Source: an optimization exercise on an open RTL-to-GDS flow (aim: small area and a short achievable clock period). Production flows keep margins and buffers that such runs may drop.
In this exercise RTL edits were held to simulation tests only and were not proved equivalent to the original.

main:
Design le_xu, start of the top module:
module le_xu (
    input  wire        clk,
    input  wire        rst,         
    input  wire        in_valid,
    input  wire [31:0] in_insn,
    input  wire [31:0] in_a,        
    input  wire [31:0] in_b,        
    output reg         out_valid,
    output reg         out_fault,   
    output reg         out_wen,     
    output reg  [4:0]  out_rd,
    output reg  [31:0] out_data,
    output reg         out_taken    
);
==> flow/config.mk <==
export PLATFORM = sky130hd
export DESIGN_NAME = le_xu
export DESIGN_NICKNAME = le_xu
export VERILOG_FILES = /design/flow/design.v
export SDC_FILE = /design/flow/constraint.sdc
export NUM_CORES = 4
export LEC_CHECK = 0
export ABC_AREA = 1
export ABC_CLOCK_PERIOD_IN_PS = 13000
export CAP_MARGIN = 20
export CORE_MARGIN = 2
export CORE_UTILIZATION = 30
export SETUP_SLACK_MARGIN = 5
export SLEW_MARGIN = 20
==> flow/constraint.sdc <==
create_clock -name core_clock -period 16.0 [get_ports {clk}]
set_input_delay 3.2000 -clock core_clock [delete_from_list [all_inputs] [get_ports {clk}]]
set_output_delay 3.2000 -clock core_clock [all_outputs]
set_load 0.01 [all_outputs]
standard.sh (not shown) runs the stock make flow with config.mk's settings and CLKGATE_MAP_FILE= SYNTH_SCRIPT=/design/flow/synth_recipe.tcl, a recipe that flattens the netlist after the stock synthesis.
==> flow/flow/run.sh <==
#!/bin/bash
# Layout flow: the standard flow (standard.sh) with two changes.
#  1. Synthesis skips the abc pass inside Yosys's synth command (SYNTH_ARGS
#     -noabc), so that the multiplier's full and half adders are extracted
#     with their own polarity instead of with inverters between them. The
#     registers then get the instance names the standard synthesis gives
#     them (flow/rename_regs.py, matched by the net each drives); if that
#     does not give the same names and cell types, the standard synthesis
#     is used as it is.
#  2. The port buffers are sky130_fd_sc_hd__buf_2 cells.
# Each step's output goes to a log file of its own in this folder.
set -uo pipefail
export BUFFER_PORTS_ARGS="-buffer_cell sky130_fd_sc_hd__buf_2"
R=orfs/results/sky130hd/le_xu/base
L=orfs/logs/sky130hd/le_xu/base

bash standard.sh synth > synth_standard.log 2>&1 || exit 1
cp $R/1_2_yosys.v netlist_standard.v
cp $L/1_2_yosys.log yosys_standard.log

rm -f $R/1_2_yosys.v $R/1_2_yosys.sdc $R/1_synth.odb $R/1_synth.sdc
if SYNTH_ARGS=-noabc bash standard.sh synth > synth_noabc.log 2>&1 &&
   python3 flow/rename_regs.py netlist_standard.v $R/1_2_yosys.v > rename_regs.log 2>&1; then
    echo "using the -noabc synthesis" >> rename_regs.log
else
    echo "using the standard synthesis" >> rename_regs.log
    cp netlist_standard.v $R/1_2_yosys.v
fi
rm -f $R/1_synth.odb $R/1_synth.sdc
bash standard.sh > standard.log 2>&1
Other scripts of this flow, unchanged in this note and not shown: flow/flow/rename_regs.py
Modified inputs, the feature branch compared to main
diff --git a/flow/design.v b/flow/design.v
--- a/flow/design.v
+++ b/flow/design.v
@@ -140,17 +140,16 @@
     wire        ovf16  = c16 ^ c15;
     wire [31:0] sat32  = ovf32 ? {~sum[31], {31{sum[31]}}} : sum;
     wire [15:0] sat16  = ovf16 ? {~sum[15], {15{sum[15]}}} : sum[15:0];
     wire [31:0] adif  = acc[62:31] ^ {32{acc[63]}};
     wire [31:0] amsk  = 32'hFFFF_FFFF << sh;
     wire        a_out = |(adif & amsk);                   
     wire        a_sat = a_out | (~acc[63] & sum[31]);
     wire [31:0] ard_y = a_sat ? {acc[63], {31{~acc[63]}}} : sum;
-    wire [31:0] q31_s = (ms[63] != ms[62]) ? {ms[63], {31{~ms[63]}}} : ms[62:31];
     wire [31:0] lb = op_alu ? b : {16'd0, imm16};
     reg  [31:0] logic_y;
     always @(*) begin
         case (op_alu ? func[1:0] : op[1:0])                  
             2'd2:    logic_y = a & lb;                       
             2'd3:    logic_y = a | lb;                       
             2'd0:    logic_y = a ^ lb;                       
             default: logic_y = a & ~b;                       
@@ -220,21 +219,24 @@
                     | ({32{t_b}}    & b)
                     | ({32{t_lg}}   & logic_y)
                     | ({32{t_s15}}  & {{16{sat15[15]}}, sat15})
                     | ({32{t_clz}}  & {26'd0, clz})
                     | ({32{t_ardl}} & F[32:1])
                     | ({32{t_ardh}} & acc[63:32])
                     | ({32{t_movi}} & {{16{imm16[15]}}, imm16})
                     | ({32{t_movh}} & {imm16, 16'd0});
-    assign y = ({32{sel_lo}} & ms[31:0])
-             | ({32{sel_hi}} & ms[63:32])
-             | ({32{sel_15}} & {{16{q31_s[31]}}, q31_s[31:16]})
-             | ({32{sel_31}} & q31_s)
-             | ({32{sel_o}}  & oth);
+    wire        q_ovf = (sel_15 | sel_31) & ~ms[63] & ms[62];
+    wire [31:0] q_sat = sel_15 ? 32'h0000_7FFF : 32'h7FFF_FFFF;
+    wire [31:0] y_n   = ({32{sel_lo}} & ms[31:0])
+                      | ({32{sel_hi}} & ms[63:32])
+                      | ({32{sel_15}} & {{16{ms[62]}}, ms[62:47]})
+                      | ({32{sel_31}} & ms[62:31])
+                      | ({32{sel_o}}  & oth);
+    assign y = q_ovf ? q_sat : y_n;
     wire eq = (sum == 32'd0);                             
     wire a_zero = (a[30:23] == 8'd0);
     wire b_zero = (by[30:23] == 8'd0);
     wire a_nan  = (a[30:23] == 8'hFF) && (a[22:0] != 23'd0);
     wire b_nan  = (by[30:23] == 8'hFF) && (by[22:0] != 23'd0);
     wire m_eq   = (sum[30:0] == 31'd0);
     wire m_lt   = a_zero ? ~b_zero : (b_zero ? 1'b0 : ~c31);     
     wire m_gt   = b_zero ? ~a_zero : (a_zero ? 1'b0 : (c31 & ~m_eq));
@@ -2711,17 +2713,17 @@
         .ONE (m_one),
         .TWO (m_two),
         .NEG (m_neg),
         .Z   (mz),
         .S   (ms)
     );
     wire mac_ovf = afunc[1] && (ms[64] != ms[63]);
     wire [63:0] acc_next = (afunc[2:0] == 3'd4) ? 64'd0 :
-                           mac_ovf ? {ms[64], {63{~ms[64]}}} : ms[63:0];
+                           mac_ovf ? {acc_cur[63], {63{~acc_cur[63]}}} : ms[63:0];
     wire        acc_we   = in_valid && legal && op_acc && !afunc[3] && (afunc[2:1] != 2'b11);
     wire [31:0] res;
     wire        taken;
     le_xu_alu u_alu (
         .insn   (in_insn),
         .a      (in_a),
         .b      (in_b),
         .acc    (acc_cur),
Sort the feature branch and main by synthesized area, ascending, and main comes first. Width of the die, the feature branch and main: larger value in the feature branch. Net count reported at finish for the feature branch: 77 up relative to main. Looking at met3 usage, the feature branch sits 1.6 points higher than main does. [the feature branch vs main] detailed placement HPWL: lower in the feature branch. Relative to main, CTS buffer count has gone up in the feature branch. Re number of sequential cells: no difference whatsoever between the feature branch and main.

-- afterwards: timing with drivers on the ports --
No port has a modelled driver above. Below, the same layouts with a new extraction and two added sets of constraints.
Step 1 assumes that a clkbuf_16 drives the clock port and a buf_2 every other input.
Step 2, shift: input delay + t, output delay - t, t = (earliest + latest rising clock arrival at the registers) / 2. This alone moves slack from input paths to output paths.
a / b / c = ideal ports / drivers / drivers and shift; a / b = the first two.
run	shift t [ns]	setup slack, ns	worst hold slack (ns)	worst data-port slew with drivers (ns)
main	0.665	4.834 / 4.822 / 4.156	1.271 / 1.271 / 1.271	0.17
the feature branch	0.655	4.799 / 4.794 / 4.139	1.143 / 1.143 / 1.143	0.15
After both steps setup and hold are still met in every run listed. The setup slack of main, which loses most, moves by -0.012 ns with the drivers and by -0.678 ns with both steps.
